What follows belongs to an exercise in optimizing a design on an open flow for small area and a short achievable clock period; a production flow would make more cautious choices. In this exercise RTL edits were held to simulation tests only and were not proved equivalent to the original.

==> flow/design.v, too long to show whole: its modules and the start of the top module <==
// module sb64_aux: 445 lines
// module sb64_mul: 1963 lines
// module sb64_div: 89 lines
// module sb64_xunit: 51 lines
module sb64_xunit (
    input  wire        clk,
    input  wire        rst,         
    input  wire        in_valid,
    input  wire [4:0]  in_op,
    input  wire [31:0] in_a,
    input  wire [31:0] in_b,
    input  wire [31:0] in_c,
    input  wire [31:0] in_d,
    input  wire [23:0] in_opnd,
    input  wire        wr_en,
    input  wire [1:0]  wr_sel,      
    input  wire [31:0] wr_data,
    output wire        res1_valid,
    output wire [31:0] res1_data,
    output wire        res2_valid,
    output wire [31:0] res2_data,
    output wire [31:0] mlo,
    output wire [31:0] mhi,
    output wire        mulv_ovf,
    output wire        div_busy,
    output wire        div_valid,
    output wire [31:0] div_res,
    output wire        div_dz,
    output wire        div_ovf
);
  // ...
==> flow/flow/run.sh <==
#!/bin/bash
set -euo pipefail
here="$(cd "$(dirname "$0")/.." && pwd)"
cd "$here"
bash standard.sh synth > log_synth.txt 2>&1
export SETUP_SLACK_MARGIN=29.5
export BUFFER_PORTS_ARGS="-buffer_cell sky130_fd_sc_hd__buf_2"
bash standard.sh > log_layout.txt 2>&1
==> flow/standard.sh <==
#!/bin/bash
# synth_recipe.tcl (not shown) runs the flow's synth.tcl, then flattens the netlist and writes it again
# the make line also repeats each setting of config.mk as NAME=value (left out here)
make -C /OpenROAD-flow-scripts/flow DESIGN_CONFIG=/design/flow/config.mk WORK_HOME=/design/flow/orfs CLKGATE_MAP_FILE= SYNTH_SCRIPT=/design/flow/synth_recipe.tcl "${@:-finish}"
==> flow/config.mk <==
export PLATFORM = sky130hd
export DESIGN_NAME = sb64_xunit
export DESIGN_NICKNAME = sb64_xunit
export VERILOG_FILES = /design/flow/design.v
export SDC_FILE = /design/flow/constraint.sdc
export NUM_CORES = 4
export LEC_CHECK = 0
export CAP_MARGIN = 20
export CORE_MARGIN = 2
export CORE_UTILIZATION = 55
export PLACE_DENSITY = 0.62
export SLEW_MARGIN = 20
==> flow/constraint.sdc <==
create_clock -name core_clock -period 40.0 [get_ports {clk}]
set_input_delay 8.0000 -clock core_clock [delete_from_list [all_inputs] [get_ports {clk}]]
set_output_delay 8.0000 -clock core_clock [all_outputs]
set_load 0.01 [all_outputs]
==> impl_metrics.yaml, run 1 <==
yosys:
  synth-simple-area-share_pct: 13.19
  yosys.area.top_type_share_pct: 13.56
  synth_area_per_cell_sq_um: 8.188
  synth-xor-area-share_pct: 21.74
  yosysMostFrequentCell: "nand2_1"
  synth_area_sq_mm: 0.07501
  synth_area_leaders: "fa_1 14%, xnor2_1 12%, dfxtp_1 12%"
  synth_cell_types: 93
  synthCells: 9161
global_route:
  grt_busiest_layer: "met2"
  grt_pass1_vias: 70190
  grt_overflow_total: 0
  antenna_found_initial: 27
  met2_usage_pct: 66.59
final_layout:
  n_all_inverters: 734
  design.seq.count: 558
  bufAreaShareNonClock_pct: 6.700
  nMultiInputCombCells: 7037
  reg_top3: "u_mul.s2_p x64, u_mul.s3_p x64, u_mul.s1_a x33"
  post_route_cells_drive_above_1_share_pct: 14.15
  layout_common_cells: "1349 x nand2_1, 968 x xnor2_1, 721 x inv_1"
  multi_input_area_sq_mm: 0.05838
  final-seq-area_sq_mm: 0.01241
clocking:
  clock_path_buffers: 3
  hold_buffers: 0
  clockRootBuffer: "clkbuf_16"
timing:
  drv_slew: 0
  rsz0062_at_grt: "true"
status:
  status: "no timing/DRC/antenna violations"
place:
  place_area_sq_mm: 0.07756
  dpl.hpwl_mm: 203.3
detailed_routing:
  dr.pass1.iters: 9
  num_vias: 71100
  wl_met2_mm: 135.9
worst_setup_path:
  worstPathCellList: "buf_2 -> buf_12 -> fa_2 -> inv_2 -> fa_2 -> fa_2 -> inv_2 -> fa_2 -> nor2_4 -> and2_4 -> a211oi_4 -> nor2_2 -> a21oi_2 -> o22ai_1 -> or4b_4"
  crit_path_frequent_cell: "fa_2"
worst_hold_path:
  hold_path_startpoint: "u_mul.s2_p[25]$_DFF_P_"
die:
  die_h_um: 373.3
==> module sb64_aux, before the edit <==
module sb64_aux (
    input  wire        clk,
    input  wire        rst,
    input  wire        in_valid,
    input  wire [4:0]  op,
    input  wire [31:0] a,
    input  wire [31:0] b,
    input  wire [31:0] c,
    input  wire [31:0] d,
    input  wire [23:0] opnd,
    input  wire        wr_en,
    input  wire [1:0]  wr_sel,
    input  wire [31:0] wr_data,
    output reg         res1_valid,
    output wire [31:0] res1_data,
    output reg         res2_valid,
    output reg  [31:0] res2_data
);
    reg  [2:0]  crcsel;
    reg  [31:0] crcpoly_r;          
    always @(posedge clk) begin
        if (rst) begin
            crcsel    <= 3'd0;
            crcpoly_r <= 32'd0;
        end else if (wr_en) begin
            if (wr_sel == 2'd2) crcsel <= wr_data[2:0];
            if (wr_sel == 2'd3) crcpoly_r <= rev32(wr_data);
        end
    end
    wire msbf = crcsel[2];
    wire w16  = (crcsel[1:0] == 2'd2);
    reg  [31:0] rp;
    always @(*) begin
        case (crcsel[1:0])
            2'd0:    rp = 32'h82F63B78;
            2'd1:    rp = 32'hEDB88320;
            2'd2:    rp = 32'h00008408;
            default: rp = crcpoly_r;
        endcase
    end
    function [31:0] rev32(input [31:0] x);
        integer i;
        begin
            for (i = 0; i < 32; i = i + 1) rev32[i] = x[31-i];
        end
    endfunction
    function [7:0] inv8(input [31:0] r);       
        integer k, m;
        begin
            inv8 = 8'd1;
            for (k = 1; k < 8; k = k + 1)
                for (m = 1; m <= k; m = m + 1)
                    inv8[k] = inv8[k] ^ (r[m-1] & inv8[k-m]);
        end
    endfunction
    function [7:0] tbits(input [7:0] u, input [7:0] e);    
        integer k, j;
        begin
            tbits = 8'd0;
            for (k = 0; k < 8; k = k + 1)
                for (j = 0; j <= k; j = j + 1)
                    tbits[k] = tbits[k] ^ (u[k-j] & e[j]);
        end
    endfunction
    function [31:0] fold(input [7:0] t, input [31:0] r);   
        integer j;
        begin
            fold = 32'd0;
            for (j = 0; j < 8; j = j + 1)
                fold = fold ^ ({32{t[j]}} & (r >> (7 - j)));
        end
    endfunction
    function [31:0] foldh(input [3:0] t, input [31:0] r);   
        integer j;
        begin
            foldh = 32'd0;
            for (j = 0; j < 4; j = j + 1)
                foldh = foldh ^ ({32{t[j]}} & (r >> (3 - j)));
        end
    endfunction
    function [31:0] crc8(input [31:0] s, input [7:0] u, input [31:0] r);
        begin
            crc8 = (s >> 8) ^ fold(tbits(u, s[7:0]), r);
        end
    endfunction
    function [31:0] reflw(input [31:0] x, input is16);
        integer i;
        begin
            for (i = 0; i < 32; i = i + 1) reflw[i] = x[31-i];
            if (is16) begin
                reflw[31:16] = 16'd0;
                for (i = 0; i < 16; i = i + 1) reflw[i] = x[15-i];
            end
        end
    endfunction
    wire [7:0] u = inv8(rp);
    wire o_crcb = (op == 5'd0), o_crch = (op == 5'd1), o_crcw = (op == 5'd2);
    wire o_par  = (op == 5'd3), o_brev = (op == 5'd4), o_ckd  = (op == 5'd5);
    wire o_extu = (op == 5'd6), o_exts = (op == 5'd7), o_ins  = (op == 5'd8);
    wire o_clz  = (op == 5'd9), o_bperm = (op == 5'd10);
    wire o_crc  = o_crcb | o_crch | o_crcw;
    reg  [31:0] brev;
    integer k;
    always @(*) begin
        case (opnd[1:0])
            2'd0: for (k = 0; k < 32; k = k + 1) brev[k] = a[(k & ~7) + 7 - (k & 7)];
            2'd1: for (k = 0; k < 32; k = k + 1) brev[k] = a[(k & ~15) + 15 - (k & 15)];
            2'd2: for (k = 0; k < 32; k = k + 1) brev[k] = a[31 - k];
            default: brev = a;    
        endcase
    end
    reg [31:0] bref;
    always @(*) begin
        for (k = 0; k < 32; k = k + 1)
            bref[k] = msbf ? b[(k & ~7) + 7 - (k & 7)] : b[k];
    end
    wire [31:0] dmask = op[1] ? 32'hFFFFFFFF : (op[0] ? 32'h0000FFFF : 32'h000000FF);
    wire [31:0] cin   = msbf ? reflw(a, w16) : (a & (w16 ? 32'h0000FFFF : 32'hFFFFFFFF));
    wire [31:0] z     = cin ^ (bref & dmask);
    wire [7:0]  t0    = tbits(u, z[7:0]);
    wire [31:0] m0    = fold(tbits(u, 8'd1) & 8'h0F, rp);
    wire [31:0] m1    = fold(tbits(u, 8'd2) & 8'h0F, rp);
    wire [31:0] m2    = fold(tbits(u, 8'd4) & 8'h0F, rp);
    wire [31:0] m3    = fold(tbits(u, 8'd8) & 8'h0F, rp);
    wire [31:0] zlo   = (z >> 8) ^ ({32{z[0]}} & m0) ^ ({32{z[1]}} & m1)
                                 ^ ({32{z[2]}} & m2) ^ ({32{z[3]}} & m3);
    function [3:0] ckd_tab(input dbl, input [3:0] acc, input [3:0] dg);
        begin
            case ({dbl, acc, dg})
                9'b0_0000_0001: ckd_tab = 4'd1;
                9'b0_0000_0010: ckd_tab = 4'd2;
                9'b0_0000_0011: ckd_tab = 4'd3;
                9'b0_0000_0100: ckd_tab = 4'd4;
                9'b0_0000_0101: ckd_tab = 4'd5;
                9'b0_0000_0110: ckd_tab = 4'd6;
                9'b0_0000_0111: ckd_tab = 4'd7;
                9'b0_0000_1000: ckd_tab = 4'd8;
                9'b0_0000_1001: ckd_tab = 4'd9;
                9'b0_0001_0000: ckd_tab = 4'd1;
                9'b0_0001_0001: ckd_tab = 4'd2;
                9'b0_0001_0010: ckd_tab = 4'd3;
                9'b0_0001_0011: ckd_tab = 4'd4;
                9'b0_0001_0100: ckd_tab = 4'd5;
                9'b0_0001_0101: ckd_tab = 4'd6;
                9'b0_0001_0110: ckd_tab = 4'd7;
                9'b0_0001_0111: ckd_tab = 4'd8;
                9'b0_0001_1000: ckd_tab = 4'd9;
                9'b0_0010_0000: ckd_tab = 4'd2;
                9'b0_0010_0001: ckd_tab = 4'd3;
                9'b0_0010_0010: ckd_tab = 4'd4;
                9'b0_0010_0011: ckd_tab = 4'd5;
                9'b0_0010_0100: ckd_tab = 4'd6;
                9'b0_0010_0101: ckd_tab = 4'd7;
                9'b0_0010_0110: ckd_tab = 4'd8;
                9'b0_0010_0111: ckd_tab = 4'd9;
                9'b0_0010_1001: ckd_tab = 4'd1;
                9'b0_0011_0000: ckd_tab = 4'd3;
                9'b0_0011_0001: ckd_tab = 4'd4;
                9'b0_0011_0010: ckd_tab = 4'd5;
                9'b0_0011_0011: ckd_tab = 4'd6;
                9'b0_0011_0100: ckd_tab = 4'd7;
                9'b0_0011_0101: ckd_tab = 4'd8;
                9'b0_0011_0110: ckd_tab = 4'd9;
                9'b0_0011_1000: ckd_tab = 4'd1;
                9'b0_0011_1001: ckd_tab = 4'd2;
                9'b0_0100_0000: ckd_tab = 4'd4;
                9'b0_0100_0001: ckd_tab = 4'd5;
                9'b0_0100_0010: ckd_tab = 4'd6;
                9'b0_0100_0011: ckd_tab = 4'd7;
                9'b0_0100_0100: ckd_tab = 4'd8;
                9'b0_0100_0101: ckd_tab = 4'd9;
                9'b0_0100_0111: ckd_tab = 4'd1;
                9'b0_0100_1000: ckd_tab = 4'd2;
                9'b0_0100_1001: ckd_tab = 4'd3;
                9'b0_0101_0000: ckd_tab = 4'd5;
                9'b0_0101_0001: ckd_tab = 4'd6;
                9'b0_0101_0010: ckd_tab = 4'd7;
                9'b0_0101_0011: ckd_tab = 4'd8;
                9'b0_0101_0100: ckd_tab = 4'd9;
                9'b0_0101_0110: ckd_tab = 4'd1;
                9'b0_0101_0111: ckd_tab = 4'd2;
                9'b0_0101_1000: ckd_tab = 4'd3;
                9'b0_0101_1001: ckd_tab = 4'd4;
                9'b0_0110_0000: ckd_tab = 4'd6;
                9'b0_0110_0001: ckd_tab = 4'd7;
                9'b0_0110_0010: ckd_tab = 4'd8;
                9'b0_0110_0011: ckd_tab = 4'd9;
                9'b0_0110_0101: ckd_tab = 4'd1;
                9'b0_0110_0110: ckd_tab = 4'd2;
                9'b0_0110_0111: ckd_tab = 4'd3;
                9'b0_0110_1000: ckd_tab = 4'd4;
                9'b0_0110_1001: ckd_tab = 4'd5;
                9'b0_0111_0000: ckd_tab = 4'd7;
                9'b0_0111_0001: ckd_tab = 4'd8;
                9'b0_0111_0010: ckd_tab = 4'd9;
                9'b0_0111_0100: ckd_tab = 4'd1;
                9'b0_0111_0101: ckd_tab = 4'd2;
                9'b0_0111_0110: ckd_tab = 4'd3;
                9'b0_0111_0111: ckd_tab = 4'd4;
                9'b0_0111_1000: ckd_tab = 4'd5;
                9'b0_0111_1001: ckd_tab = 4'd6;
                9'b0_1000_0000: ckd_tab = 4'd8;
                9'b0_1000_0001: ckd_tab = 4'd9;
                9'b0_1000_0011: ckd_tab = 4'd1;
                9'b0_1000_0100: ckd_tab = 4'd2;
                9'b0_1000_0101: ckd_tab = 4'd3;
                9'b0_1000_0110: ckd_tab = 4'd4;
                9'b0_1000_0111: ckd_tab = 4'd5;
                9'b0_1000_1000: ckd_tab = 4'd6;
                9'b0_1000_1001: ckd_tab = 4'd7;
                9'b0_1001_0000: ckd_tab = 4'd9;
                9'b0_1001_0010: ckd_tab = 4'd1;
                9'b0_1001_0011: ckd_tab = 4'd2;
                9'b0_1001_0100: ckd_tab = 4'd3;
                9'b0_1001_0101: ckd_tab = 4'd4;
                9'b0_1001_0110: ckd_tab = 4'd5;
                9'b0_1001_0111: ckd_tab = 4'd6;
                9'b0_1001_1000: ckd_tab = 4'd7;
                9'b0_1001_1001: ckd_tab = 4'd8;
                9'b1_0000_0001: ckd_tab = 4'd2;
                9'b1_0000_0010: ckd_tab = 4'd4;
                9'b1_0000_0011: ckd_tab = 4'd6;
                9'b1_0000_0100: ckd_tab = 4'd8;
                9'b1_0000_0101: ckd_tab = 4'd1;
                9'b1_0000_0110: ckd_tab = 4'd3;
                9'b1_0000_0111: ckd_tab = 4'd5;
                9'b1_0000_1000: ckd_tab = 4'd7;
                9'b1_0000_1001: ckd_tab = 4'd9;
                9'b1_0001_0000: ckd_tab = 4'd1;
                9'b1_0001_0001: ckd_tab = 4'd3;
                9'b1_0001_0010: ckd_tab = 4'd5;
                9'b1_0001_0011: ckd_tab = 4'd7;
                9'b1_0001_0100: ckd_tab = 4'd9;
                9'b1_0001_0101: ckd_tab = 4'd2;
                9'b1_0001_0110: ckd_tab = 4'd4;
                9'b1_0001_0111: ckd_tab = 4'd6;
                9'b1_0001_1000: ckd_tab = 4'd8;
                9'b1_0010_0000: ckd_tab = 4'd2;
                9'b1_0010_0001: ckd_tab = 4'd4;
                9'b1_0010_0010: ckd_tab = 4'd6;
                9'b1_0010_0011: ckd_tab = 4'd8;
                9'b1_0010_0101: ckd_tab = 4'd3;
                9'b1_0010_0110: ckd_tab = 4'd5;
                9'b1_0010_0111: ckd_tab = 4'd7;
                9'b1_0010_1000: ckd_tab = 4'd9;
                9'b1_0010_1001: ckd_tab = 4'd1;
                9'b1_0011_0000: ckd_tab = 4'd3;
                9'b1_0011_0001: ckd_tab = 4'd5;
                9'b1_0011_0010: ckd_tab = 4'd7;
                9'b1_0011_0011: ckd_tab = 4'd9;
                9'b1_0011_0100: ckd_tab = 4'd1;
                9'b1_0011_0101: ckd_tab = 4'd4;
                9'b1_0011_0110: ckd_tab = 4'd6;
                9'b1_0011_0111: ckd_tab = 4'd8;
                9'b1_0011_1001: ckd_tab = 4'd2;
                9'b1_0100_0000: ckd_tab = 4'd4;
                9'b1_0100_0001: ckd_tab = 4'd6;
                9'b1_0100_0010: ckd_tab = 4'd8;
                9'b1_0100_0100: ckd_tab = 4'd2;
                9'b1_0100_0101: ckd_tab = 4'd5;
                9'b1_0100_0110: ckd_tab = 4'd7;
                9'b1_0100_0111: ckd_tab = 4'd9;
                9'b1_0100_1000: ckd_tab = 4'd1;
                9'b1_0100_1001: ckd_tab = 4'd3;
                9'b1_0101_0000: ckd_tab = 4'd5;
                9'b1_0101_0001: ckd_tab = 4'd7;
                9'b1_0101_0010: ckd_tab = 4'd9;
                9'b1_0101_0011: ckd_tab = 4'd1;
                9'b1_0101_0100: ckd_tab = 4'd3;
                9'b1_0101_0101: ckd_tab = 4'd6;
                9'b1_0101_0110: ckd_tab = 4'd8;
                9'b1_0101_1000: ckd_tab = 4'd2;
                9'b1_0101_1001: ckd_tab = 4'd4;
                9'b1_0110_0000: ckd_tab = 4'd6;
                9'b1_0110_0001: ckd_tab = 4'd8;
                9'b1_0110_0011: ckd_tab = 4'd2;
                9'b1_0110_0100: ckd_tab = 4'd4;
                9'b1_0110_0101: ckd_tab = 4'd7;
                9'b1_0110_0110: ckd_tab = 4'd9;
                9'b1_0110_0111: ckd_tab = 4'd1;
                9'b1_0110_1000: ckd_tab = 4'd3;
                9'b1_0110_1001: ckd_tab = 4'd5;
                9'b1_0111_0000: ckd_tab = 4'd7;
                9'b1_0111_0001: ckd_tab = 4'd9;
                9'b1_0111_0010: ckd_tab = 4'd1;
                9'b1_0111_0011: ckd_tab = 4'd3;
                9'b1_0111_0100: ckd_tab = 4'd5;
                9'b1_0111_0101: ckd_tab = 4'd8;
                9'b1_0111_0111: ckd_tab = 4'd2;
                9'b1_0111_1000: ckd_tab = 4'd4;
                9'b1_0111_1001: ckd_tab = 4'd6;
                9'b1_1000_0000: ckd_tab = 4'd8;
                9'b1_1000_0010: ckd_tab = 4'd2;
                9'b1_1000_0011: ckd_tab = 4'd4;
                9'b1_1000_0100: ckd_tab = 4'd6;
                9'b1_1000_0101: ckd_tab = 4'd9;
                9'b1_1000_0110: ckd_tab = 4'd1;
                9'b1_1000_0111: ckd_tab = 4'd3;
                9'b1_1000_1000: ckd_tab = 4'd5;
                9'b1_1000_1001: ckd_tab = 4'd7;
                9'b1_1001_0000: ckd_tab = 4'd9;
                9'b1_1001_0001: ckd_tab = 4'd1;
                9'b1_1001_0010: ckd_tab = 4'd3;
                9'b1_1001_0011: ckd_tab = 4'd5;
                9'b1_1001_0100: ckd_tab = 4'd7;
                9'b1_1001_0110: ckd_tab = 4'd2;
                9'b1_1001_0111: ckd_tab = 4'd4;
                9'b1_1001_1000: ckd_tab = 4'd6;
                9'b1_1001_1001: ckd_tab = 4'd8;
                default: ckd_tab = 4'd0;
            endcase
        end
    endfunction
    wire        ckd_ok = ~(|a[31:4]) & ~(a[3] & (a[2] | a[1]))             
                       & ~(|b[31:6]) & ~(b[5] ^ b[4]) & ~(b[3] & (b[2] | b[1]));   
    wire [31:0] ckd    = ckd_ok ? {28'd0, ckd_tab(opnd[0], a[3:0], b[3:0])} : 32'hFFFFFFFF;
    function [31:0] th(input [6:0] n);         
        integer i;
        reg [3:0] gh, eh;
        reg [7:0] gl;
        begin
            gh = {1'b0, n[4] & n[3], n[4], n[4] | n[3]};
            eh = {n[4] & n[3], n[4] & ~n[3], ~n[4] & n[3], ~n[4] & ~n[3]};
            gl = {1'b0, n[2] & n[1] & n[0], n[2] & n[1], n[2] & (n[1] | n[0]), n[2],
                  n[2] | (n[1] & n[0]), n[2] | n[1], n[2] | n[1] | n[0]};
            for (i = 0; i < 32; i = i + 1)
                th[i] = gh[i >> 3] | (eh[i >> 3] & gl[i & 7]);
            if (n[6] | n[5]) th = 32'hFFFFFFFF;
        end
    endfunction
    function [6:0] add56(input [4:0] x, input [5:0] y);    
        reg [5:0] g, p;
        reg [6:0] cy;
        integer i;
        begin
            g  = {1'b0, x} & y;
            p  = {1'b0, x} ^ y;
            cy[0] = 1'b0;
            for (i = 0; i < 6; i = i + 1)
                cy[i+1] = g[i] | (p[i] & cy[i]);
            add56 = {cy[6], p ^ cy[5:0]};
        end
    endfunction
    wire        e_big = (|c[31:6]) | (c[5] & (|c[4:0]));
    wire [5:0]  e_w   = e_big ? 6'd32 : c[5:0];
    wire        e_nil = (c == 32'd0) | (|b[31:5]);
    wire [31:0] e_thw = e_big ? 32'hFFFFFFFF : th({1'b0, c[5:0]});
    wire [31:0] e_thp = th({2'b00, b[4:0]});
    wire [31:0] e_in  = rev32(~e_thp);                         
    wire [31:0] emask = e_thw & e_in;
    wire [31:0] e_top = e_thw & ~{1'b0, e_thw[31:1]} & e_in;   
    wire        i_big = (|d[31:6]) | (d[5] & (|d[4:0]));
    wire        i_nil = (d == 32'd0) | (|c[31:5]);
    wire [6:0]  i_s   = add56(c[4:0], d[5:0]);                 
    wire [31:0] fmask = (i_big ? 32'hFFFFFFFF : th(i_s)) & ~th({2'b00, c[4:0]});   
    wire [31:0] r_in  = op[3] ? {b[0], b[31:1]} : a;
    wire [4:0]  r_amt = op[3] ? ~c[4:0] : b[4:0];
    wire [63:0] rr    = {r_in, r_in} >> r_amt;
    wire [31:0] rot   = rr[31:0];
    wire [31:0] efld  = e_nil ? 32'd0 : (rot & emask);
    wire [31:0] etop  = rot & e_top;
    wire [3:0]  esg4  = {|etop[31:24], |etop[23:16], |etop[15:8], |etop[7:0]};
    wire [31:0] ins   = i_nil ? a : ((a & ~fmask) | (rot & fmask));
    reg [5:0] clz;
    reg [7:0] nz, first;
    reg [1:0] lzn [0:7];
    reg [1:0] lzs;
    reg [2:0] nzs;
    integer j;
    always @(*) begin
        for (j = 0; j < 8; j = j + 1) begin
            nz[j]  = |a[4*j +: 4];
            lzn[j] = a[4*j+3] ? 2'd0 : (a[4*j+2] ? 2'd1 : (a[4*j+1] ? 2'd2 : 2'd3));
        end
        for (j = 0; j < 8; j = j + 1)
            first[j] = nz[j] & ~(|(nz >> (j + 1)));
        lzs = 2'd0;
        nzs = 3'd0;
        for (j = 0; j < 8; j = j + 1) begin
            lzs = lzs | ({2{first[j]}} & lzn[j]);
            nzs = nzs | ({3{first[j]}} & (3'd7 - j[2:0]));
        end
        clz = (|nz) ? {1'b0, nzs, lzs} : 6'd32;
    end
    reg [31:0] bperm;
    reg [3:0]  s;
    reg [7:0]  byt;
    integer n;
    always @(*) begin
        for (n = 0; n < 4; n = n + 1) begin
            s   = opnd[4*n +: 4];
            byt = a[8*s[1:0] +: 8];
            bperm[8*n +: 8] = s[3] ? 8'h00 : (s[2] ? {8{byt[7]}} : byt);
        end
    end
    wire [31:0] y1 = ({32{o_crc}}   & zlo)
                   | ({32{o_par}}   & {31'd0, ^a})
                   | ({32{o_brev}}  & brev)
                   | ({32{o_ckd}}   & ckd)
                   | ({32{o_extu | o_exts}} & efld)
                   | ({32{o_ins}}   & ins)
                   | ({32{o_clz}}   & {26'd0, clz})
                   | ({32{o_bperm}} & bperm);
    reg  [31:0] s1_y;
    reg  [3:0]  s1_t;
    reg  [3:0]  s1_sg;              
    reg  [5:0]  s1_w;               
    reg         s1_refl, s1_w16, s1_h, s2_v;
    reg  [31:0] rp_d1, rp_e1;      
    reg  [7:0]  u_d1;
    reg         msbf_d1, w16_d1;
    always @(posedge clk) begin
        s1_y    <= y1;
        s1_t    <= o_crc ? t0[7:4] : 4'd0;
        s1_sg   <= (o_exts & ~e_nil) ? esg4 : 4'd0;
        s1_w    <= e_w;
        s1_refl <= o_crcb & msbf;
        s1_w16  <= w16;
        s1_h    <= o_crch;
        rp_d1   <= rp;
        rp_e1   <= rp;
        u_d1    <= u;
        msbf_d1 <= msbf;
        w16_d1  <= w16;
        if (rst) begin
            res1_valid <= 1'b0;
            s2_v       <= 1'b0;
            res2_valid <= 1'b0;
        end else begin
            res1_valid <= in_valid & (op <= 5'd10) & ~o_crch & ~o_crcw;
            s2_v       <= in_valid & (o_crch | o_crcw);
            res2_valid <= s2_v;
        end
    end
    wire [31:0] c1e  = s1_y ^ foldh(s1_t, rp_e1);
    wire [31:0] fill = {32{|s1_sg}} & ~th({1'b0, s1_w});
    assign res1_data = (s1_refl ? reflw(c1e, s1_w16) : c1e) | fill;
    wire [31:0] c1   = c1e;
    wire [31:0] c2 = crc8(c1, u_d1, rp_d1);
    wire [31:0] c3 = crc8(c2, u_d1, rp_d1);
    wire [31:0] c4 = crc8(c3, u_d1, rp_d1);
    wire [31:0] cf = s1_h ? c2 : c4;
    always @(posedge clk)
        res2_data <= msbf_d1 ? reflw(cf, w16_d1) : cf;
endmodule
==> module sb64_div, before the edit <==
module sb64_div (
    input  wire        clk,
    input  wire        rst,
    input  wire        start,       
    input  wire [1:0]  kind,        
    input  wire [31:0] a,
    input  wire [31:0] b,
    output reg         busy,        
    output reg         valid,       
    output wire [31:0] result,
    output reg         dz,          
    output reg         ovf          
);
    reg        st1, st2, loop, fin;
    reg [1:0]  k;
    reg        sa, sq;              
    reg [31:0] Q, R, B;
    reg [5:0]  p, g4;
    wire sgn   = ~k[0];
    wire a_neg = sgn & Q[31];
    wire b_neg = sgn & B[31];
    wire [31:0] n_in  = (~st1 & k[1]) ? R : Q;
    wire        n_en  = st1 ? a_neg : (k[1] ? sa : sq);
    wire [31:0] n_out = (n_in ^ {32{n_en}}) + {31'd0, n_en};
    wire [31:0] rs    = {R[30:0], Q[31]};
    wire [31:0] s_x   = st1 ? 32'd0 : (st2 ? Q : rs);
    wire [32:0] s_d   = {1'b0, s_x} - {1'b0, B};
    wire        s_ge  = ~s_d[32];
    function [4:0] log2f(input [31:0] x);    
        integer i;
        begin
            log2f = 5'd0;
            for (i = 0; i < 32; i = i + 1)
                if (x[i]) log2f = i[4:0];
        end
    endfunction
    wire [4:0] la = log2f(Q);
    wire [4:0] lb = log2f(B);
    wire [5:0] q  = ((|B) && s_ge) ? ({1'b0, la} - {1'b0, lb} + 6'd1) : 6'd0;
    wire [5:0] q3 = q + 6'd3;
    wire skip = (p > g4);
    wire last = skip ? (p == 6'd4) : (p == 6'd1);
    assign result = B;
    always @(posedge clk) begin
        if (rst) begin
            busy <= 1'b0; valid <= 1'b0;
            st1 <= 1'b0; st2 <= 1'b0; loop <= 1'b0; fin <= 1'b0;
        end else begin
            st1   <= start & ~busy;
            st2   <= st1;
            loop  <= st2 | (loop & ~last);
            fin   <= loop & last;
            valid <= fin;
            if (start & ~busy) busy <= 1'b1;
            else if (valid)    busy <= 1'b0;
        end
        if (start & ~busy) begin
            k <= kind;
            Q <= a;
            B <= b;
        end
        if (st1) begin
            B   <= b_neg ? s_d[31:0] : B;
            Q   <= n_out;
            R   <= 32'd0;
            sa  <= a_neg;
            sq  <= a_neg ^ b_neg;
            dz  <= (B == 32'd0);
            ovf <= (k == 2'd0) && (Q == 32'h80000000) && (B == 32'hFFFFFFFF);
        end
        if (st2) begin
            g4 <= {q3[5:2], 2'b00};
            p  <= 6'd32;
        end
        if (loop) begin
            if (skip) begin
                R <= {R[27:0], Q[31:28]};
                Q <= {Q[27:0], 4'd0};
                p <= p - 6'd4;
            end else begin
                R <= s_ge ? s_d[31:0] : rs;
                Q <= {Q[30:0], s_ge};
                p <= p - 6'd1;
            end
        end
        if (fin)
            B <= (~k[1] & dz) ? 32'hFFFFFFFF : n_out;
    end
endmodule
==> inputs of run 2 (changes only) <==
--- a/flow/design.v
+++ b/flow/design.v
@@ -401,43 +401,42 @@
                    | ({32{o_ins}}   & ins)
                    | ({32{o_clz}}   & {26'd0, clz})
                    | ({32{o_bperm}} & bperm);
     reg  [31:0] s1_y;
     reg  [3:0]  s1_t;
     reg  [3:0]  s1_sg;              
     reg  [5:0]  s1_w;               
     reg         s1_refl, s1_w16, s1_h, s2_v;
-    reg  [31:0] rp_d1, rp_e1;      
+    reg  [31:0] rp_d1;
     reg  [7:0]  u_d1;
     reg         msbf_d1, w16_d1;
     always @(posedge clk) begin
         s1_y    <= y1;
         s1_t    <= o_crc ? t0[7:4] : 4'd0;
         s1_sg   <= (o_exts & ~e_nil) ? esg4 : 4'd0;
         s1_w    <= e_w;
         s1_refl <= o_crcb & msbf;
         s1_w16  <= w16;
         s1_h    <= o_crch;
         rp_d1   <= rp;
-        rp_e1   <= rp;
         u_d1    <= u;
         msbf_d1 <= msbf;
         w16_d1  <= w16;
         if (rst) begin
             res1_valid <= 1'b0;
             s2_v       <= 1'b0;
             res2_valid <= 1'b0;
         end else begin
             res1_valid <= in_valid & (op <= 5'd10) & ~o_crch & ~o_crcw;
             s2_v       <= in_valid & (o_crch | o_crcw);
             res2_valid <= s2_v;
         end
     end
-    wire [31:0] c1e  = s1_y ^ foldh(s1_t, rp_e1);
+    wire [31:0] c1e  = s1_y ^ foldh(s1_t, rp_d1);
     wire [31:0] fill = {32{|s1_sg}} & ~th({1'b0, s1_w});
     assign res1_data = (s1_refl ? reflw(c1e, s1_w16) : c1e) | fill;
     wire [31:0] c1   = c1e;
     wire [31:0] c2 = crc8(c1, u_d1, rp_d1);
     wire [31:0] c3 = crc8(c2, u_d1, rp_d1);
     wire [31:0] c4 = crc8(c3, u_d1, rp_d1);
     wire [31:0] cf = s1_h ? c2 : c4;
     always @(posedge clk)
@@ -453,51 +452,48 @@
     input  wire [31:0] b,
     input  wire        wr_lo,       
     input  wire        wr_hi,       
     input  wire [31:0] wr_data,
     output reg  [31:0] mlo,
     output reg  [31:0] mhi,
     output reg         mulv_ovf     
 );
-    wire [34:0] bx = {is_signed & b[31], is_signed & b[31], b, 1'b0};
-    wire [16:0] d_one, d_two, d_neg;
-    genvar i;
-    generate
-        for (i = 0; i < 17; i = i + 1) begin : g_rec
-            wire [2:0] tr = bx[2*i+2:2*i];
-            assign d_neg[i] = tr[2];
-            assign d_one[i] = tr[1] ^ tr[0];
-            assign d_two[i] = (tr == 3'b100) | (tr == 3'b011);
-        end
-    endgenerate
     reg        s1_v, s1_mulv, s2_v, s2_mulv, s3_v, s3_mulv;
-    reg [32:0] s1_a;
-    reg [16:0] s1_one, s1_two, s1_neg;
+    reg [32:0] s1_a, s1_b;
     reg [63:0] s2_p, s3_p;
     wire [63:0] p;              
     always @(posedge clk) begin
         s1_a   <= {is_signed & a[31], a};
-        s1_one <= d_one;
-        s1_two <= d_two;
-        s1_neg <= d_neg;
+        s1_b   <= {is_signed & b[31], b};
         s2_p   <= p;
         s3_p   <= s2_p;
         if (rst) begin
             s1_v <= 1'b0; s2_v <= 1'b0; s3_v <= 1'b0;
             s1_mulv <= 1'b0; s2_mulv <= 1'b0; s3_mulv <= 1'b0;
         end else begin
             s1_v    <= start;
             s1_mulv <= start & is_mulv;
             s2_v    <= s1_v;
             s2_mulv <= s1_mulv;
             s3_v    <= s2_v;
             s3_mulv <= s2_mulv;
         end
     end
+    wire [34:0] bx = {s1_b[32], s1_b, 1'b0};
+    wire [16:0] s1_one, s1_two, s1_neg;
+    genvar i;
+    generate
+        for (i = 0; i < 17; i = i + 1) begin : g_rec
+            wire [2:0] tr = bx[2*i+2:2*i];
+            assign s1_neg[i] = tr[2];
+            assign s1_one[i] = tr[1] ^ tr[0];
+            assign s1_two[i] = (tr == 3'b100) | (tr == 3'b011);
+        end
+    endgenerate
     wire [34:0] a35 = {s1_a[32], s1_a[32], s1_a};
     wire [16:0] negs = s1_neg;
     generate
         for (i = 0; i < 17; i = i + 1) begin : g_pp
             wire [34:0] mag = ({35{s1_one[i]}} & a35) | ({35{s1_two[i]}} & {a35[33:0], 1'b0});
             wire [34:0] pp  = mag ^ {35{s1_neg[i]}};
         end
     endgenerate
@@ -2422,29 +2418,75 @@
     reg        st1, st2, loop, fin;
     reg [1:0]  k;
     reg        sa, sq;              
     reg [31:0] Q, R, B;
     reg [5:0]  p, g4;
     wire sgn   = ~k[0];
     wire a_neg = sgn & Q[31];
     wire b_neg = sgn & B[31];
+    function [32:0] bk33(input [32:0] x, input [32:0] y, input ci);
+        reg [32:0] g, p, h;
+        integer l, i;
+        begin
+            h = x ^ y;
+            g = x & y;
+            p = h;
+            g[0] = g[0] | (p[0] & ci);
+            for (l = 1; l < 33; l = l * 2)
+                for (i = 2 * l - 1; i < 33; i = i + 2 * l) begin
+                    g[i] = g[i] | (p[i] & g[i-l]);
+                    p[i] = p[i] & p[i-l];
+                end
+            for (l = 16; l >= 1; l = l / 2)
+                for (i = 3 * l - 1; i < 33; i = i + 2 * l) begin
+                    g[i] = g[i] | (p[i] & g[i-l]);
+                    p[i] = p[i] & p[i-l];
+                end
+            bk33 = h ^ {g[31:0], ci};
+        end
+    endfunction
+    function [31:0] inc32(input [31:0] x, input ci);
+        reg [31:0] p;
+        integer l, i;
+        begin
+            p = x;
+            for (l = 1; l < 32; l = l * 2)
+                for (i = 2 * l - 1; i < 32; i = i + 2 * l)
+                    p[i] = p[i] & p[i-l];
+            for (l = 16; l >= 1; l = l / 2)
+                for (i = 3 * l - 1; i < 32; i = i + 2 * l)
+                    p[i] = p[i] & p[i-l];
+            inc32 = x ^ ({p[30:0], 1'b1} & {32{ci}});
+        end
+    endfunction
     wire [31:0] n_in  = (~st1 & k[1]) ? R : Q;
     wire        n_en  = st1 ? a_neg : (k[1] ? sa : sq);
-    wire [31:0] n_out = (n_in ^ {32{n_en}}) + {31'd0, n_en};
+    wire [31:0] n_out = inc32(n_in ^ {32{n_en}}, n_en);
     wire [31:0] rs    = {R[30:0], Q[31]};
     wire [31:0] s_x   = st1 ? 32'd0 : (st2 ? Q : rs);
-    wire [32:0] s_d   = {1'b0, s_x} - {1'b0, B};
+    wire [32:0] s_d   = bk33({1'b0, s_x}, ~{1'b0, B}, 1'b1);
     wire        s_ge  = ~s_d[32];
     function [4:0] log2f(input [31:0] x);    
-        integer i;
+        integer j;
+        reg [7:0] nz, top;
+        reg [1:0] ln, lz;
+        reg [2:0] nk;
         begin
-            log2f = 5'd0;
-            for (i = 0; i < 32; i = i + 1)
-                if (x[i]) log2f = i[4:0];
+            lz = 2'd0;
+            nk = 3'd0;
+            for (j = 0; j < 8; j = j + 1)
+                nz[j] = |x[4*j +: 4];
+            for (j = 0; j < 8; j = j + 1) begin
+                top[j] = nz[j] & ~(|(nz >> (j + 1)));
+                ln = x[4*j+3] ? 2'd3 : (x[4*j+2] ? 2'd2 : (x[4*j+1] ? 2'd1 : 2'd0));
+                lz = lz | ({2{top[j]}} & ln);
+                nk = nk | ({3{top[j]}} & j[2:0]);
+            end
+            log2f = {nk, lz};
         end
     endfunction
     wire [4:0] la = log2f(Q);
     wire [4:0] lb = log2f(B);
     wire [5:0] q  = ((|B) && s_ge) ? ({1'b0, la} - {1'b0, lb} + 6'd1) : 6'd0;
     wire [5:0] q3 = q + 6'd3;
     wire skip = (p > g4);
     wire last = skip ? (p == 6'd4) : (p == 6'd1);
==> run 2 against run 1 <==
Net effect: via count is 1.9% lower; cell count fell by 1.5%; sequential share of layout area is 0.32 points lower; critical path depth is 8 lower; hold slack worse by 0.0035 ns; clock-buffer cell count shrank 6; fmax is 0.36% higher; synthesized cell count fell by 1.8%; clock skew decreased by 0.038 ns; first-iteration DRC count up 4.0%; synthesized area down 0.46%; highest routed layer unchanged.
==> impl_metrics.yaml, run 2 <==
place:
  dp.cells: 10510
  port_buffers: 353
  dpl.hpwl_mm: 207.4
  place_area_sq_mm: 0.07727
  place.gp.congestion: 1.013
  place_ws_ns: 27.81
clocking:
  cts_tree: "yes"
  cts_buffers: 60
  hold_buffers: 0
  h-tree-depth: 2
  clockRootBuffer: "clkbuf_16"
  clock_path_buffers: 3
  insertion_delay_ns: 0.71
  path_clk_slew_ns: 0.06
  cts_sinks: 541
yosys:
  synth_nets: 9948
  ys.flop_type: "dfxtp_1"
  ys_seq_area_share_pct: 16.01
  yosys.area.top_type_share_pct: 14.66
  yosysMostFrequentCell: "nand2_1"
  synth_area_sq_mm: 0.07467
  synth_common_cells: "1283 x nand2_1, 1250 x xnor2_1, 718 x inv_1"
  synth-edff-count: 112
  synthCells: 9000
  synth-seq-cells: 541
  async_flop_share_pct: 0
  synth_area_leader_cell: "xnor2_1"
  ys_warn_count: 4
  synth_area_leaders: "xnor2_1 15%, fa_1 14%, dfxtp_1 12%"
  synth_cell_types: 88
  synth_area_per_cell_sq_um: 8.296
worst_setup_path:
  worstPathCellList: "buf_12 -> buf_4 -> nand2_1 -> xnor3_2 -> xnor2_4 -> a221o_1 -> buf_2"
  end_kind: "output port"
  crit_type: "reg2out"
  slowest_delay_ns: 0.46
  worstPathMaxFanout: 12
  cp.required_ns: 32.00
  worstPathArrival_ns: 2.61
  reg2reg_slack_ns: 29.89
  start_kind: "flop"
  crit_family: "XOR/XNOR gates"
  cpMaxStageDelayCell: "xnor3_2"
  worstPathBufferInverterCount: 3
timing:
  tns_ns: 0
  final.setup.worst_slack_ns: 29.39
  setup-violations-final: 0
  tightest_slew_ns: 1.134
  relSlewSlack_pct: 24.43
  drv_slew: 0
  hold_violations: 0
  rsz0062_at_grt: "true"
  holdWs_ns: 0.3201
  finClkSkew_ns: 0.05345
  post-route-period-util_pct: 26.53
  period_minus_slack_ns: 10.61
  fmax_ghz: 0.09424
final_layout:
  multi_input_area_sq_mm: 0.05820
  reg_top3: "u_mul.s2_p x64, u_mul.s3_p x64"
  fill_cells: 11900
  layout.nets: 9900
  post_route_cells_drive_above_1_share_pct: 14.30
  final-seq-area_sq_mm: 0.01207
  instances_no_fill: 10800
  final_core_util_pct: 61.54
  area_growth_pct: 11.38
  stdcell_area_sq_mm: 0.08316
  layout_common_cells: "1281 x nand2_1, 1215 x xnor2_1, 708 x inv_1"
  final_common_cell: "nand2_1"
detailed_routing:
  drc: 0
  num_vias: 69750
  wl_per_cell_um: 28.38
  dr.pass1.iters: 9
  postRouteAntennaNets: 0
  drt_iter0_drc: 9355
  vias_per_cell: 6.461
  routed_wl_mm: 306.4
die:
  start_util_pct: 55.26
  die_w_um: 372.5
  coreArea_sq_mm: 0.1351
  ios: 362
  rows: 135
  die_h_um: 372.5
  dieArea_sq_mm: 0.1387
worst_hold_path:
  hold_class: "reg2reg"
global_route:
  grt_overflow_total: 0
  gr-usage-all-layers_pct: 42.80
  antenna_found_initial: 33
  grt_pass1_wl_mm: 442.9
  grtUsageMet3_pct: 12.47
  grt_busiest_layer: "met2"
  grt_max_degree: 103
  grt_pass1_vias: 66660
  met1_usage_pct: 56.24
  met2_usage_pct: 63.36
job:
  maxCapViolations: 0
status:
  status: "no timing/DRC/antenna violations"
[run 2: logic make-up after synthesis]
family / Yosys count / synth area share, %
compound gates: 1676 / 15.04
mux: 539 / 8.900
flops: 541 / 16.01
fa+ha+maj: 754 / 17.87
simple gates: 2285 / 12.66
xor+xnor: 1647 / 21.52
buf+inv: 1558 / 8.008
[run 2: final timing paths]
check,startpoint,endpoint,cells past startpoint
worst max-delay path,u_aux.s1_t[0]$_SDFF_PN0_,res1_data[2],7
worst min-delay path,u_mul.s2_p[27]$_DFF_P_,u_mul.s3_p[27]$_DFF_P_,0
worst max register to register,u_mul.s1_b[15]$_DFF_P_,u_mul.s2_p[63]$_DFF_P_,32
worst min register to register,u_mul.s2_p[27]$_DFF_P_,u_mul.s3_p[27]$_DFF_P_,0
[run 2: timing repair]
item	CTS	global route
cloned	19	7
resized for setup	284	147
setup buffers	87	46
endpoints found under the setup margin	69	68
pin swaps	48	41
[run 2: layout make-up]
class | instances | area share (%)
Sequential cell | 541 | 14.52
Timing Repair Buffer | 704 | 6.770
Multi-Input combinational cell | 6902 | 69.98
Clock inverter | 28 | 0.4905
Timing Repair inverter | 1 | 0.006018
Antenna cell | 14 | 0.04213
Inverter | 742 | 3.385
Tap cell | 1781 | 2.680
Clock buffer | 83 | 2.130
[run 2: metal layers]
layer	vias up	wire length, um
met3	1079	39590
met2	4719	130000
met4	24	19520
li1	29950	-
met1	33980	117200
met5	-	143
[run 2: worst reg2reg max path: cells and delay by family, from the launching register on]
family          cells  cell delay (ns)
buf+inv             6             1.56
xor+xnor            5             0.93
simple gates        1             0.15
fa+ha+maj           9             4.30
flops               1             0.31
compound gates     11             2.71
==> inputs of run 3 (changes only) <==
--- a/flow/design.v
+++ b/flow/design.v
@@ -2491,5 +2491,5 @@
     wire skip = (p > g4);
     wire last = skip ? (p == 6'd4) : (p == 6'd1);
-    assign result = B;
+    assign result = Q;
     always @(posedge clk) begin
         if (rst) begin
@@ -2535,5 +2535,5 @@
         end
         if (fin)
-            B <= (~k[1] & dz) ? 32'hFFFFFFFF : n_out;
+            Q <= (~k[1] & dz) ? 32'hFFFFFFFF : n_out;
     end
 endmodule
==> run 3 against run 2 <==
Net effect: still clean; core utilization is 1.5 points higher; non-clock buffer count is 73 higher; setup slack worse by 0.24 ns; global-route usage is 0.86 points higher; sequential share of layout area is 0.14 points lower; clock skew is 0.0050 ns lower; die area is 0.84% lower; via count is 1.5% higher; fmax is 2.2% lower; critical path depth is 2 higher; critical endpoint is now res1_data[21].
==> impl_metrics.yaml, run 3 <==
yosys:
  synth-seq-cells: 541
  ys_seq_area_share_pct: 16.14
  synth_common_cells: "1364 x nand2_1, 1293 x xnor2_1, 703 x inv_1"
  ys.flop_type: "dfxtp_1"
  synth_cell_types: 87
  yosysMostFrequentCell: "nand2_1"
  synth_area_sq_mm: 0.07403
  async_flop_share_pct: 0
  yosys.area.top_type_share_pct: 15.30
  synthCells: 8994
  synth_area_per_cell_sq_um: 8.231
  synth-edff-count: 112
  ys_warn_count: 4
  synth_area_leaders: "xnor2_1 15%, fa_1 14%, dfxtp_1 12%"
  synth_nets: 9942
  synth_area_leader_cell: "xnor2_1"
worst_setup_path:
  cpMaxStageDelayCell: "xnor2_2"
  cp.required_ns: 32.00
  r2r_cells: 35
  critPathCapture: "res1_data[21]"
  end_kind: "output port"
  r2r_end: "u_mul.s2_p[63]$_DFF_P_"
  reg2reg_slack_ns: 29.67
  reg2reg_from: "u_mul.s1_b[17]$_DFF_P_"
  slowest_delay_ns: 0.54
  worstPathMaxFanout: 6
  start_kind: "flop"
  worstPathArrival_ns: 2.85
  cp-startpoint: "u_aux.s1_t[1]$_SDFF_PN0_"
  worstPathCellList: "clkbuf_16 -> buf_4 -> buf_4 -> nand2_1 -> xnor2_2 -> xnor2_2 -> nor2_1 -> a221o_1 -> buf_2"
  crit_type: "reg2out"
die:
  start_util_pct: 55.47
  rows: 134
  die_w_um: 370.9
  dieArea_sq_mm: 0.1375
  die_h_um: 370.9
  coreArea_sq_mm: 0.1335
  ios: 362
detailed_routing:
  num_vias: 70830
  drc: 0
  wl_per_cell_um: 28.94
  dr.pass1.iters: 7
  postRouteAntennaNets: 0
  drt_iter0_drc: 10420
  vias_per_cell: 6.514
  routed_wl_mm: 314.6
clocking:
  h-tree-depth: 3
  insertion_delay_ns: 0.68
  clock_path_buffers: 3
  cts_tree: "yes"
  hold_buffers: 0
  cts_sinks: 541
  path_clk_slew_ns: 0.06
  clockRootBuffer: "clkbuf_16"
  cts_buffers: 67
worst_hold_path:
  hold_class: "reg2reg"
timing:
  final.setup.worst_slack_ns: 29.15
  post-route-period-util_pct: 27.12
  relSlewSlack_pct: 21.79
  period_minus_slack_ns: 10.85
  rsz0062_at_grt: "true"
  tns_ns: 0
  finClkSkew_ns: 0.04841
  drv_slew: 0
  tightest_slew_ns: 1.163
  fmax_ghz: 0.09219
  hold_violations: 0
  setup-violations-final: 0
global_route:
  grt_max_degree: 109
  grt_pass1_vias: 67130
  met1_usage_pct: 56.11
  grt_pass1_wl_mm: 447.2
  grt_overflow_total: 0
  met2_usage_pct: 65.27
  grtUsageMet3_pct: 12.54
  antenna_found_initial: 26
  grt_busiest_layer: "met2"
  gr-usage-all-layers_pct: 43.65
place:
  port_buffers: 353
  place_ws_ns: 27.32
  dpl.hpwl_mm: 202.1
  place.gp.congestion: 1.007
final_layout:
  layout.nets: 9988
  layout_common_cells: "1318 x nand2_1, 1235 x xnor2_1, 694 x inv_1"
  post_route_cells_drive_above_1_share_pct: 15.73
  area_growth_pct: 13.60
  final_core_util_pct: 63.01
  final_common_cell: "nand2_1"
  reg_top3: "u_mul.s2_p x64, u_mul.s3_p x64"
status:
  status: "no timing/DRC/antenna violations"
job:
  maxCapViolations: 0
==> run 3: cell families after synthesis <==
kind of cell               count (synthesis)  share of synthesized area (%)
and+or+nand+nor                         2382                          13.58
xor gates and xnor gates                1677                          21.37
AOI/OAI and AO/OA                       1588                          14.20
buffers and inverters                   1523                          7.861
adders and majority gates                754                          18.02
DFF                                      541                          16.14
muxes                                    529                          8.819
==> run 3: stage by stage <==
step                area [sq um]  cells  hold WS [ns]
global route               84070  10860        0.3264
global placement           76710  10510        0.3120
floorplan                  74300   8994        0.3096
CTS                        81900  10770        0.3210
detailed placement         76730  10510        0.3121
finish                     84100  10870        0.3178
==> run 3: repair_timing <==
item,4_1_cts,5_1_grt
setup endpoints to repair,69,70
gates cloned,23,10
resized for setup,320,295
pin swaps,63,119
buffers inserted,120,78
==> run 3: final cells by class <==
| cell class | instances | area, sq um |
|---|---|---|
| fill | 11660 | 49360 |
| clock inverter | 36 | 402.9 |
| inverter | 722 | 2751 |
| multi-input combinational | 6931 | 58240 |
| timing repair buffer | 777 | 6485 |
| antenna | 13 | 32.53 |
| clock buffer | 85 | 1889 |
| sequential | 541 | 12090 |
| tap | 1768 | 2212 |
==> run 3: worst min path at each step <==
stage / startpoint / end / slack, ns / cells after the start
2_1_floorplan: u_mul.s2_p[0]$_DFF_P_ / u_mul.s3_p[0]$_DFF_P_ / 0.31 / 0
3_3_place_gp: u_mul.s2_p[57]$_DFF_P_ / u_mul.s3_p[57]$_DFF_P_ / 0.31 / 0
3_5_place_dp: u_mul.s2_p[20]$_DFF_P_ / u_mul.s3_p[20]$_DFF_P_ / 0.31 / 0
4_1_cts: u_mul.s2_p[60]$_DFF_P_ / u_mul.s3_p[60]$_DFF_P_ / 0.32 / 0
5_1_grt: u_mul.s2_p[46]$_DFF_P_ / u_mul.s3_p[46]$_DFF_P_ / 0.33 / 0
6_report: u_mul.s2_p[32]$_DFF_P_ / u_mul.s3_p[32]$_DFF_P_ / 0.32 / 0
==> run 3: critical path, delay by kind of cell (launching register included) <==
family	cells	cell delay (ns)
buffers and inverters	4	0.54
and+or+nand+nor	2	0.20
DFF	1	0.39
AOI/OAI and AO/OA	1	0.32
xor gates and xnor gates	2	0.71
==> run 3: metal layers <==
| layer | wire (um) | share of wire, % | vias to the layer above |
|---|---|---|---|
| li1 | - | - | 30010 |
| met2 | 134400 | 43 | 5430 |
| met1 | 115700 | 37 | 34020 |
| met5 | 135 | 0.043 | - |
| met3 | 41440 | 13 | 1358 |
| met4 | 22930 | 7.3 | 20 |
==> inputs of run 4 (changes only) <==
--- a/flow/design.v
+++ b/flow/design.v
@@ -100,14 +100,5 @@
     wire o_clz  = (op == 5'd9), o_bperm = (op == 5'd10);
     wire o_crc  = o_crcb | o_crch | o_crcw;
-    reg  [31:0] brev;
     integer k;
-    always @(*) begin
-        case (opnd[1:0])
-            2'd0: for (k = 0; k < 32; k = k + 1) brev[k] = a[(k & ~7) + 7 - (k & 7)];
-            2'd1: for (k = 0; k < 32; k = k + 1) brev[k] = a[(k & ~15) + 15 - (k & 15)];
-            2'd2: for (k = 0; k < 32; k = k + 1) brev[k] = a[31 - k];
-            default: brev = a;    
-        endcase
-    end
     reg [31:0] bref;
     always @(*) begin
@@ -383,6 +374,7 @@
         clz = (|nz) ? {1'b0, nzs, lzs} : 6'd32;
     end
-    reg [31:0] bperm;
+    reg [31:0] bperm, brev;
     reg [3:0]  s;
+    reg [1:0]  bs;
     reg [7:0]  byt;
     integer n;
@@ -390,6 +382,13 @@
         for (n = 0; n < 4; n = n + 1) begin
             s   = opnd[4*n +: 4];
-            byt = a[8*s[1:0] +: 8];
+            case (opnd[1:0])
+                2'd1:    bs = n[1:0] ^ 2'd1;
+                2'd2:    bs = 2'd3 - n[1:0];
+                default: bs = n[1:0];
+            endcase
+            byt = a[8*(op[3] ? s[1:0] : bs) +: 8];
             bperm[8*n +: 8] = s[3] ? 8'h00 : (s[2] ? {8{byt[7]}} : byt);
+            for (k = 0; k < 8; k = k + 1)
+                brev[8*n + k] = (opnd[1:0] == 2'd3) ? byt[k] : byt[7 - k];
         end
     end
==> run 4 against run 3 <==
Net effect: still clean; via count is 0.87% higher; global-route usage is 0.87 points higher; critical path depth is 6 higher.
==> impl_metrics.yaml, run 4 <==
status:
  status: "no timing/DRC/antenna violations"
timing:
  tns_ns: 0
  period_minus_slack_ns: 10.91
  setup-violations-final: 0
  rsz0062_at_grt: "true"
  final.setup.worst_slack_ns: 29.09
  drv_slew: 0
  finClkSkew_ns: 0.05241
  hold_violations: 0
  fmax_ghz: 0.09167
  tightest_slew_ns: 1.204
  post-route-period-util_pct: 27.27
  relSlewSlack_pct: 19.16
clocking:
  clock_path_buffers: 3
  h-tree-depth: 3
  insertion_delay_ns: 0.69
  clockRootBuffer: "clkbuf_16"
  cts_sinks: 541
  hold_buffers: 0
  cts_buffers: 66
  path_clk_slew_ns: 0.06
  cts_tree: "yes"
final_layout:
  fill_cells: 11710
  reg_top3: "u_mul.s2_p x64, u_mul.s3_p x64"
  final_core_util_pct: 62.99
  final_common_cell: "nand2_1"
  layout_common_cells: "1325 x nand2_1, 1208 x xnor2_1, 662 x inv_1"
  area_growth_pct: 13.63
  post_route_cells_drive_above_1_share_pct: 14.93
  layout.nets: 10090
yosys:
  synth-edff-count: 112
  synth_area_per_cell_sq_um: 8.136
  synth_cell_types: 89
  yosys.area.top_type_share_pct: 14.96
  async_flop_share_pct: 0
  yosysMostFrequentCell: "nand2_1"
  ys_seq_area_share_pct: 16.15
  synth_area_leader_cell: "xnor2_1"
  ys_warn_count: 4
  synth-seq-cells: 541
  synth_area_leaders: "xnor2_1 15%, fa_1 14%, dfxtp_1 12%"
  ys.flop_type: "dfxtp_1"
  synthCells: 9094
  synth_nets: 10040
  synth_area_sq_mm: 0.07399
  synth_common_cells: "1372 x nand2_1, 1264 x xnor2_1, 676 x inv_1"
detailed_routing:
  vias_per_cell: 6.509
  num_vias: 71450
  wl_per_cell_um: 29.11
  postRouteAntennaNets: 0
  drc: 0
  routed_wl_mm: 319.6
  drt_iter0_drc: 9787
  dr.pass1.iters: 7
worst_setup_path:
  r2r_cells: 31
  start_kind: "primary input"
  slowest_delay_ns: 0.45
  cp.required_ns: 40.48
  worstPathCellList: "buf_12 -> buf_12 -> ha_4 -> fa_2 -> inv_2 -> fa_2 -> fa_2 -> inv_2 -> fa_2 -> or3_4 -> or3_4 -> or2_4 -> o211ai_1 -> mux2i_1 -> o221ai_2"
  reg2reg_slack_ns: 29.88
  end_kind: "flop"
  crit_path_frequent_cell: "fa_2"
  r2r_end: "u_mul.s2_p[63]$_DFF_P_"
  cpMaxStageDelayCell: "o211ai_1"
  crit_type: "in2reg"
  reg2reg_from: "u_mul.s1_b[7]$_DFF_P_"
  worstPathMaxFanout: 3
  worstPathArrival_ns: 11.39
die:
  ios: 362
  coreArea_sq_mm: 0.1335
  dieArea_sq_mm: 0.1375
  start_util_pct: 55.44
  rows: 134
  die_w_um: 370.8
  die_h_um: 370.8
global_route:
  gr-usage-all-layers_pct: 44.52
  grt_pass1_vias: 69040
  antenna_found_initial: 30
  grt_overflow_total: 0
  grt_pass1_wl_mm: 455.6
  grt_max_degree: 102
worst_hold_path:
  hold_path_startpoint: "u_mul.s2_p[14]$_DFF_P_"
  hold_depth: 0
  hold_class: "reg2reg"
  min_to: "u_mul.s3_p[14]$_DFF_P_"
place:
  place.gp.congestion: 0.9951
  place_ws_ns: 27.22
  port_buffers: 353
  dpl.hpwl_mm: 205.9
job:
  maxCapViolations: 0
[run 4: cell count changes after synthesis, sizes merged, moves of 18 or more]
cell	change
a211oi	+27
a21oi	+26
a221o	-23
a31oi	+31
inv	-25
mux2i	+44
mux4	-62
nand4	-18
nor2	+82
o211ai	+39
o21ai	-22
xnor2	-30
xnor3	+22
[run 4: area by class of cell]
class / instances / area, sq um / share of cell area [%]
timing repair inverter: 1 / 7.507 / 0.008930
inverter: 698 / 2678 / 3.185
multi-input combinational: 7061 / 58310 / 69.36
clock inverter: 39 / 493.0 / 0.5864
sequential: 541 / 12090 / 14.38
antenna: 11 / 27.53 / 0.03274
clock buffer: 81 / 1770 / 2.106
tap: 1768 / 2212 / 2.631
timing repair buffer: 777 / 6485 / 7.714
[run 4: layer usage]
layer  track usage, %  routed length [um]
met2            67.22              136600
met4            29.37               25450
met3            13.12               42750
met1            55.14              114600
met5           0.1399                 176
[run 4: cells by family after synthesis]
group	count (synthesis)	synth area share, %
adder cells (fa/ha/maj)	754	18.03
XOR/XNOR	1668	21.71
buffers and inverters	1492	7.666
AND/OR/NAND/NOR	2432	13.66
multiplexers	524	7.730
flip-flops	541	16.15
AO/OA/AOI/OAI	1683	15.05
[run 4: how the worst max path moves through the flow]
stage          startpoint                endpoint  slack, ns  cells past startpoint
6_report          in_c[0]   u_aux.s1_y[0]$_DFF_P_      29.09                     15
5_1_grt           in_c[0]   u_aux.s1_y[0]$_DFF_P_      29.04                     15
4_1_cts           in_c[0]   u_aux.s1_y[0]$_DFF_P_      29.06                     15
3_5_place_dp      in_c[0]  u_aux.s1_y[16]$_DFF_P_      27.22                     16
3_3_place_gp      in_c[0]  u_aux.s1_y[16]$_DFF_P_      27.16                     16
2_1_floorplan     in_c[0]  u_aux.s1_y[16]$_DFF_P_      28.86                     16
[run 4: critical path, delay by kind of cell]
kind                       cells  cell delay (ns)
muxes                          1             0.29
buffers and inverters          4             0.31
AOI/OAI and AO/OA              2             0.61
adders and majority gates      5             1.21
and+or+nand+nor                3             0.97
[run 4: per-stage QoR]
stage	instance area [sq um]	std cells	hold slack (ns)
floorplan	74160	9094	0.3096
CTS	82110	10870	0.3139
detailed placement	76660	10610	0.3121
finish	84070	10980	0.3162
global placement	76660	10610	0.3120
global route	84060	10970	0.3179
[run 4: timing repair]
action                     4_1_cts  5_1_grt
hold endpoints to repair         0        0
setup endpoints to repair      124       68
buffers inserted               118       83
gates resized for setup        376      242
pin swaps                       93       92
cloned                          24       10
==> inputs of run 5 (changes only) <==
--- a/flow/design.v
+++ b/flow/design.v
@@ -110,10 +110,5 @@
     wire [31:0] z     = cin ^ (bref & dmask);
     wire [7:0]  t0    = tbits(u, z[7:0]);
-    wire [31:0] m0    = fold(tbits(u, 8'd1) & 8'h0F, rp);
-    wire [31:0] m1    = fold(tbits(u, 8'd2) & 8'h0F, rp);
-    wire [31:0] m2    = fold(tbits(u, 8'd4) & 8'h0F, rp);
-    wire [31:0] m3    = fold(tbits(u, 8'd8) & 8'h0F, rp);
-    wire [31:0] zlo   = (z >> 8) ^ ({32{z[0]}} & m0) ^ ({32{z[1]}} & m1)
-                                 ^ ({32{z[2]}} & m2) ^ ({32{z[3]}} & m3);
+    wire [31:0] zlo   = (z >> 8) ^ fold({4'd0, t0[3:0]}, rp);
     function [3:0] ckd_tab(input dbl, input [3:0] acc, input [3:0] dg);
         begin
==> run 5 against run 4 <==
Net effect: clock skew shrank 0.0059 ns; sequential share of layout area increased by 0.22 points; die area shrank 2.0%; final area is 1.9% lower; clock-buffer cell count is 10 higher; synthesized area is 2.0% lower; register-to-register slack lost 0.07 ns; still clean on timing, DRC and antenna; via count is 3.6% lower; sequential cell count unchanged; fmax grew 1.3%; highest routed layer unchanged.
==> impl_metrics.yaml, run 5 <==
die:
  coreArea_sq_mm: 0.1311
  die_w_um: 367.1
  rows: 133
  die_h_um: 367.1
  start_util_pct: 55.29
  ios: 362
  dieArea_sq_mm: 0.1347
place:
  place_ws_ns: 26.65
  port_buffers: 353
  dpl.hpwl_mm: 201.4
  place.gp.congestion: 1.009
job:
  maxCapViolations: 0
final_layout:
  fill_cells: 11470
  area_growth_pct: 13.80
  final-seq-area_sq_mm: 0.01205
  reg_top3: "u_mul.s2_p x64, u_mul.s3_p x64"
  final_common_cell: "nand2_1"
  multi_input_area_sq_mm: 0.05674
  post_route_cells_drive_above_1_share_pct: 14.96
  layout.nets: 9904
  layout_common_cells: "1216 x nand2_1, 1205 x xnor2_1, 681 x inv_1"
global_route:
  antenna_found_initial: 17
  grt_pass1_vias: 66820
  grt_max_degree: 105
  gr-usage-all-layers_pct: 43.51
  grt_pass1_wl_mm: 441.2
  grt_busiest_layer: "met2"
  met1_usage_pct: 54.20
  grt_overflow_total: 0
  met2_usage_pct: 66.82
  grtUsageMet3_pct: 11.39
yosys:
  synth_common_cells: "1264 x xnor2_1, 1253 x nand2_1, 692 x inv_1"
  synth_area_per_cell_sq_um: 8.158
  synth_area_leader_cell: "xnor2_1"
  synth_area_sq_mm: 0.07250
  yosysMostFrequentCell: "xnor2_1"
  synth-seq-cells: 541
  synth-edff-count: 112
  synth_cell_types: 83
  ys_seq_area_share_pct: 16.49
  ys_warn_count: 4
  async_flop_share_pct: 0
  synth_area_leaders: "xnor2_1 15%, fa_1 14%, dfxtp_1 12%"
  synthCells: 8887
  ys.flop_type: "dfxtp_1"
  synth_nets: 9835
  yosys.area.top_type_share_pct: 15.27
clocking:
  cts_buffers: 66
  clockRootBuffer: "clkbuf_16"
  clock_path_buffers: 3
  cts_tree: "yes"
  cts_sinks: 541
  path_clk_slew_ns: 0.06
  insertion_delay_ns: 0.68
  hold_buffers: 0
  h-tree-depth: 3
detailed_routing:
  wl_per_cell_um: 28.20
  drt_iter0_drc: 9078
  num_vias: 68860
  dr.pass1.iters: 7
  routed_wl_mm: 303.8
  vias_per_cell: 6.391
  postRouteAntennaNets: 0
  drc: 0
timing:
  finClkSkew_ns: 0.04648
  relSlewSlack_pct: 27.76
  hold_violations: 0
  drv_slew: 0
  tns_ns: 0
  period_minus_slack_ns: 10.76
  rsz0062_at_grt: "true"
  tightest_slew_ns: 1.072
  fmax_ghz: 0.09290
  setup-violations-final: 0
  post-route-period-util_pct: 26.91
  final.setup.worst_slack_ns: 29.24
worst_hold_path:
  hold_path_startpoint: "u_mul.s2_p[13]$_DFF_P_"
  hold_class: "reg2reg"
worst_setup_path:
  start_kind: "primary input"
  cp.required_ns: 40.53
  cpMaxStageDelayCell: "fa_2"
  worstPathMaxFanout: 13
  cp-startpoint: "in_c[3]"
  worstPathArrival_ns: 11.29
  crit_family: "compound AO/OA/AOI/OAI gates"
  end_kind: "flop"
  slowest_delay_ns: 0.45
  crit_type: "in2reg"
  reg2reg_from: "u_mul.s1_b[13]$_DFF_P_"
  crit_path_frequent_cell: "fa_2"
  worstPathBufferInverterCount: 3
  worstPathCellList: "buf_2 -> inv_1 -> fa_2 -> inv_2 -> fa_2 -> nor4_4 -> nand2_2 -> o311ai_4 -> mux2i_1 -> nor2_1 -> a2111oi_4 -> o21ai_1"
status:
  status: "no timing/DRC/antenna violations"
-- run 5: worst reg2reg max path: cells and delay by family (launching register included) --
| family | cells | cell delay (ns) |
|---|---|---|
| compound gates | 12 | 3.06 |
| xor+xnor | 5 | 0.82 |
| fa+ha+maj | 9 | 4.11 |
| buf+inv | 8 | 1.58 |
| flops | 1 | 0.30 |
| mux | 1 | 0.14 |
| simple gates | 1 | 0.14 |
-- run 5: cell type report --
cell class / instances / share of cell area (%)
Multi-Input combinational cell: 6859 / 68.77
Sequential cell: 541 / 14.60
Timing Repair Buffer: 774 / 7.897
Inverter: 714 / 3.308
Tap cell: 1755 / 2.662
Clock buffer: 91 / 2.313
Clock inverter: 28 / 0.4095
Antenna cell: 12 / 0.03640
-- run 5: kinds of logic after synthesis --
| group | Yosys count | synth area share (%) |
|---|---|---|
| AND/OR/NAND/NOR | 2316 | 13.18 |
| AO/OA/AOI/OAI | 1662 | 14.96 |
| XOR/XNOR | 1609 | 21.36 |
| buffers and inverters | 1488 | 7.813 |
| adder cells (fa/ha/maj) | 755 | 18.42 |
| flip-flops | 541 | 16.49 |
| multiplexers | 516 | 7.777 |
-- run 5: final timing paths --
path	end	cells after the start	slack [ns]
setup / recovery	u_aux.s1_y[0]$_DFF_P_	12	29.24
hold / removal	u_mul.s3_p[13]$_DFF_P_	0	0.30
setup reg to reg	u_mul.s2_p[63]$_DFF_P_	36	29.81
hold reg to reg	u_mul.s3_p[13]$_DFF_P_	0	0.30
-- run 5: what timing repair did --
item,4_1_cts,5_1_grt
pin swaps,72,82
gates resized for setup,352,228
setup endpoints to repair,69,68
endpoints found under the hold margin,0,0
gates cloned,24,6
setup buffers,104,58
-- run 5: per-stage QoR --
step | utilization, % | hold slack (ns) | cell area (sq um) | cells
2_1_floorplan | - | 0.3096 | 72640 | 8887
3_3_place_gp | 57.60 | 0.3110 | 75520 | 10450
3_5_place_dp | 57.60 | 0.3121 | 75530 | 10450
4_1_cts | 61.66 | 0.3068 | 80860 | 10700
5_1_grt | 62.90 | 0.3229 | 82480 | 10760
6_report | 62.92 | 0.3002 | 82500 | 10770
-- run 5: metal layers --
layer  vias to the layer above  share of wire, %
met1                     33300                37
met5                         -             0.028
li1                      29580                 -
met2                      4699                44
met3                      1273                12
met4                        12               7.6

## static timing again, ports no longer ideal
How much do the figures lean on ideal ports? The routed layouts below were timed once more, with nothing changed but the port constraints.
Step 1 (the two cells are an assumption about what drives the block):
set clk [get_ports {clk}]
set_driving_cell -lib_cell sky130_fd_sc_hd__clkbuf_16 $clk
set_driving_cell -lib_cell sky130_fd_sc_hd__buf_2 [delete_from_list [all_inputs] $clk]
Step 2, shift: input delay + t, output delay - t, t = (earliest + latest rising clock arrival at the registers) / 2. This alone moves slack from input paths to output paths.
Slacks: ideal ports / drivers / drivers and shift; pairs: ideal ports / drivers.
run | t, ns | setup WS [ns] | hold slack, ns | worst setup path at the end | worst register clock-pin slew, ns
run 1 | 0.744 | 29.350 / 29.321 / 28.659 | 0.324 / 0.324 / 0.324 | input to register | 0.08 / 0.08
run 2 | 0.774 | 29.389 / 29.299 / 28.685 | 0.320 / 0.320 / 0.320 | input to register | 0.09 / 0.09
run 3 | 0.743 | 29.152 / 29.070 / 28.675 | 0.318 / 0.318 / 0.318 | input to register | 0.07 / 0.07
run 4 | 0.754 | 29.091 / 29.121 / 28.367 | 0.316 / 0.316 / 0.316 | input to register | 0.07 / 0.07
run 5 | 0.742 | 29.236 / 29.234 / 28.516 | 0.300 / 0.300 / 0.300 | input to register | 0.08 / 0.08
After both steps every run listed still meets setup and hold. The setup slack of run 4, which loses most, moves by +0.030 ns with the drivers and by -0.724 ns with both steps.
